Background: an optimization exercise with open tools, aiming at small area and a short achievable clock period. Do not read the settings as production practice.
The RTL was checked by simulation tests, not by an equivalence proof against the original design.

// nr_temporal
module nr_temporal (
    input  wire        clk,
    input  wire        rst,
    input  wire        cfg_we,
    input  wire [5:0]  cfg_addr,
    input  wire [31:0] cfg_wdata,
    input  wire        in_valid,
    input  wire [15:0] in_cur,      
    input  wire [15:0] in_ref,      
    input  wire        in_ref_ok,   
    input  wire [1:0]  in_x,        
    input  wire [1:0]  in_y,        
    output reg         out_valid,
    output reg  [15:0] out_pix
);
Settings: LEC_CHECK=0, CAP_MARGIN=10, CORE_MARGIN=2, CORE_UTILIZATION=65, CTS_CLUSTER_DIAMETER=100, CTS_CLUSTER_SIZE=25, GPL_ROUTABILITY_DRIVEN=0, GPL_TIMING_DRIVEN=0, SLEW_MARGIN=10; clock period 80.0 ns.
standard.sh (not shown) runs the stock make flow with config.mk's settings and CLKGATE_MAP_FILE= SYNTH_SCRIPT=/design/flow/synth_recipe.tcl, a recipe that flattens the netlist after the stock synthesis.
==> flow/flow/run.sh <==
#!/bin/bash
# The standard layout (the standard.sh: standard synthesis and the ORFS
# flow to the final layout), with the input and output port buffers made of
# plain buffers (sky130_fd_sc_hd__buf_2) instead of the resizer's default
# pick. Every port still gets its own buffer.
set -o pipefail
export BUFFER_PORTS_ARGS="-buffer_cell sky130_fd_sc_hd__buf_2"
bash standard.sh finish > standard.log 2>&1
Change:
- CORE_UTILIZATION: 65 -> 55
- CTS_CLUSTER_DIAMETER: 100 -> 80
- CTS_CLUSTER_SIZE: 25 -> 30
- GPL_ROUTABILITY_DRIVEN: 0 -> unset
- GPL_TIMING_DRIVEN: 0 -> unset
Die area rises by 18%; first-iteration DRC count fell by 25%; final area hardly moves; clock skew increases by 0.025 ns; area after synthesis stays the same; non-clock buffer count goes down by 335; core utilization shrinks by 11 points; worst hold slack gains 0.014 ns.
Change:
- CORE_UTILIZATION: 55 -> 65
- CTS_CLUSTER_DIAMETER: 80 -> 100
- CTS_CLUSTER_SIZE: 30 -> 25
Effect: Synthesized cell count is unchanged. Area after synthesis is unchanged. Wire length came out lower by 2.8%.
Change:
- CAP_MARGIN: 10 -> 5
- CORE_UTILIZATION: 65 -> 75
- CTS_CLUSTER_SIZE: 25 -> 30
- SLEW_MARGIN: 10 -> 5
- The new run completed with no timing, DRC or antenna violations
- global-route usage increases by 3.9 points
- worst setup slack is better by 0.035 ns
- routed wire length decreases by 4.1%
- non-clock buffer count decreases by 4
- register-to-register slack is worse by 0.15 ns
- synthesized cell count stays the same
- final area decreases by 0.55%
- via count increases by 1.6%

the reference run:
Starting RTL as in the previous note.
export LEC_CHECK = 0
export CAP_MARGIN = 5
export CORE_MARGIN = 2
export CORE_UTILIZATION = 75
export CTS_CLUSTER_DIAMETER = 100
export CTS_CLUSTER_SIZE = 25
export SLEW_MARGIN = 5
create_clock -name core_clock -period 80.0 [get_ports {clk}]
==> flow/flow/run.sh <==
#!/bin/bash
# The standard layout (the standard.sh: standard synthesis and the ORFS
# flow to the final layout), with the input and output port buffers made of
# plain buffers (sky130_fd_sc_hd__buf_2) instead of the resizer's default
# pick. Every port still gets its own buffer.
set -o pipefail
export BUFFER_PORTS_ARGS="-buffer_cell sky130_fd_sc_hd__buf_2"
export CTS_BUF_DISTANCE=400
bash standard.sh finish > standard.log 2>&1
The reference run went all the way through synthesis, placement and routing and the layout is clean on timing, DRC and antenna.
Modified inputs, the trial run compared to the reference run
# the reference run
export LEC_CHECK = 0
export CAP_MARGIN = 5
export CORE_MARGIN = 2
export CORE_UTILIZATION = 75
export CTS_CLUSTER_DIAMETER = 100
export CTS_CLUSTER_SIZE = 25
export SLEW_MARGIN = 5
create_clock -name core_clock -period 80.0 [get_ports {clk}]
# the trial run
export LEC_CHECK = 0
export CAP_MARGIN = 5
export CORE_MARGIN = 2
export CORE_UTILIZATION = 75
export CTS_CLUSTER_DIAMETER = 150
export CTS_CLUSTER_SIZE = 25
export SLEW_MARGIN = 5
create_clock -name core_clock -period 80.0 [get_ports {clk}]
diff --git a/flow/flow/run.sh b/flow/flow/run.sh
--- a/flow/flow/run.sh
+++ b/flow/flow/run.sh
@@ -6,4 +6,3 @@
 set -o pipefail
 export BUFFER_PORTS_ARGS="-buffer_cell sky130_fd_sc_hd__buf_2"
-export CTS_BUF_DISTANCE=400
 bash standard.sh finish > standard.log 2>&1
==> results.txt <==
Looking at the reports, the trial run completed the entire flow and the layout it produced met the timing, DRC and antenna checks.
Compared with the reference run, in the trial run final design utilization moved down, register-to-register slack went up, via count of the routed design -158, actual slew at the worst max-slew pin went down by 0.0078 ns.
The trial run ended with more hold slack than the reference run.
The trial run -> the reference run: remaining antenna violation count delta 0, exact match
The final reports for the trial run and the reference run show cell area after layout lower in the former.
Compared to the reference run, the router laid down less metal wire for the trial run.
The trial run vs the reference run — minimum clock period dropped 0.025 ns.

## the baseline
Starting RTL as in the previous note.
// nr_temporal
module nr_temporal (
    input  wire        clk,
    input  wire        rst,
    input  wire        cfg_we,
    input  wire [5:0]  cfg_addr,
    input  wire [31:0] cfg_wdata,
    input  wire        in_valid,
    input  wire [15:0] in_cur,      
    input  wire [15:0] in_ref,      
    input  wire        in_ref_ok,   
    input  wire [1:0]  in_x,        
    input  wire [1:0]  in_y,        
    output reg         out_valid,
    output reg  [15:0] out_pix
);
    reg [16*17-1:0] nz_e;      
    reg [16*16-1:0] nz_o;      
    reg [5:0]  kspan;     
    reg [7:0]  mg_lo, mg_hi;
    reg        dither;
    reg [1:0]  bsel;      
    reg        cw_rst;
    reg        cw_we;
    reg [5:0]  cw_addr;
    reg [23:0] cw_data;
    always @(posedge clk) begin
        cw_rst  <= rst;
        cw_we   <= cfg_we & ~rst;
        cw_addr <= cfg_addr;
        cw_data <= cfg_wdata[23:0];
    end
    integer n;
    always @(posedge clk) begin
        if (cw_rst) begin
            for (n = 0; n < 17; n = n + 1)
                nz_e[16*n +: 16] <= 16'd16;
            for (n = 0; n < 16; n = n + 1)
                nz_o[16*n +: 16] <= 16'd16;
            kspan  <= 6'd48;
            mg_lo  <= 8'd32;
            mg_hi  <= 8'd64;
            dither <= 1'b0;
            bsel   <= 2'd2;
        end else if (cw_we) begin
            for (n = 0; n < 17; n = n + 1)
                if (cw_addr == 2 * n)
                    nz_e[16*n +: 16] <= cw_data[15:0];
            for (n = 0; n < 16; n = n + 1)
                if (cw_addr == 2 * n + 1)
                    nz_o[16*n +: 16] <= cw_data[15:0];
            if (cw_addr == 6'd33) begin
                if (cw_data[6:0] != 7'd0 && cw_data[6:0] <= 7'd64) begin
                    kspan <= 6'd0 - cw_data[5:0];
  ...
clock: 80.0 ns
lec_check: 0
cap_margin: 5
core_margin: 2
core_utilization: 75
cts_cluster_diameter: 60
cts_cluster_size: 35
slew_margin: 5
==> flow/flow/run.sh <==
#!/bin/bash
# The standard layout (the standard.sh: standard synthesis and the ORFS
# flow to the final layout), with the input and output port buffers made of
# plain buffers (sky130_fd_sc_hd__buf_2) instead of the resizer's default
# pick. Every port still gets its own buffer.
set -o pipefail
export BUFFER_PORTS_ARGS="-buffer_cell sky130_fd_sc_hd__buf_2"
bash standard.sh finish > standard.log 2>&1
The baseline: flow completed, timing, DRC and antenna clean
The following lists how the candidate was set up differently from the baseline:
Settings: swapping 60 for 100 in CTS_CLUSTER_DIAMETER; swapping 35 for 25 in CTS_CLUSTER_SIZE.
### Flow results
Worst-case setup margin in the final layout for the candidate: 0.068 ns up relative to the baseline. The baseline → the candidate: final design instance area without fill now sits lower; average instance area after synthesis now sits at about the same level. out_pix[14] as the critical path capture point was reported by the baseline, and out_pix[2] by the candidate. The candidate can be clocked faster than the baseline. The baseline -> the candidate: non-filler instance count after layout decreased slightly.

==> afterwards: timing with drivers on the ports <==
Ports are ideal in the flow. The routed layouts listed here were re-timed in OpenROAD. Step 1 assumes that a clkbuf_16 drives the clock port and a buf_2 every other input. Step 2 adds t to the input delays and takes it off the output delays; t is the mean of the earliest and latest rising clock arrival at the registers after step 1. Input paths then give back, and output paths get back, about the clock's delay inside the block. Slacks: no drivers / after step 1 / after step 2; pairs: no drivers / after step 1.
| run | t, ns | setup slack, ns | worst hold slack (ns) | worst setup path at the end | cell pins on the clock port's net |
|---|---|---|---|---|---|
| the first run of note 1 | 0.704 | 62.881 / 62.805 / 62.686 | 0.321 / 0.321 / 0.321 | input to register | 1 |
| the second run of note 1 | 0.748 | 62.860 / 62.781 / 63.164 | 0.335 / 0.335 / 0.335 | input to register | 1 |
| the third run of note 1 | 0.702 | 62.897 / 62.821 / 63.164 | 0.322 / 0.322 / 0.322 | input to register | 1 |
| the fourth run of note 1 | 0.678 | 62.932 / 62.858 / 63.137 | 0.315 / 0.315 / 0.315 | input to register | 1 |
| the reference run | 0.682 | 62.932 / 62.863 / 63.136 | 0.315 / 0.315 / 0.315 | input to register | 1 |
| the trial run | 0.667 | 62.957 / 62.885 / 63.127 | 0.326 / 0.326 / 0.326 | input to register | 1 |
| the baseline | 0.730 | 62.864 / 62.792 / 63.183 | 0.309 / 0.309 / 0.309 | input to register | 1 |
| the candidate | 0.682 | 62.932 / 62.863 / 63.136 | 0.315 / 0.315 / 0.315 | input to register | 1 |
After both steps every run listed still meets setup and hold. For the first run of note 1, which loses most, drivers alone change the setup slack by -0.076 ns; drivers and shift together by -0.195 ns.
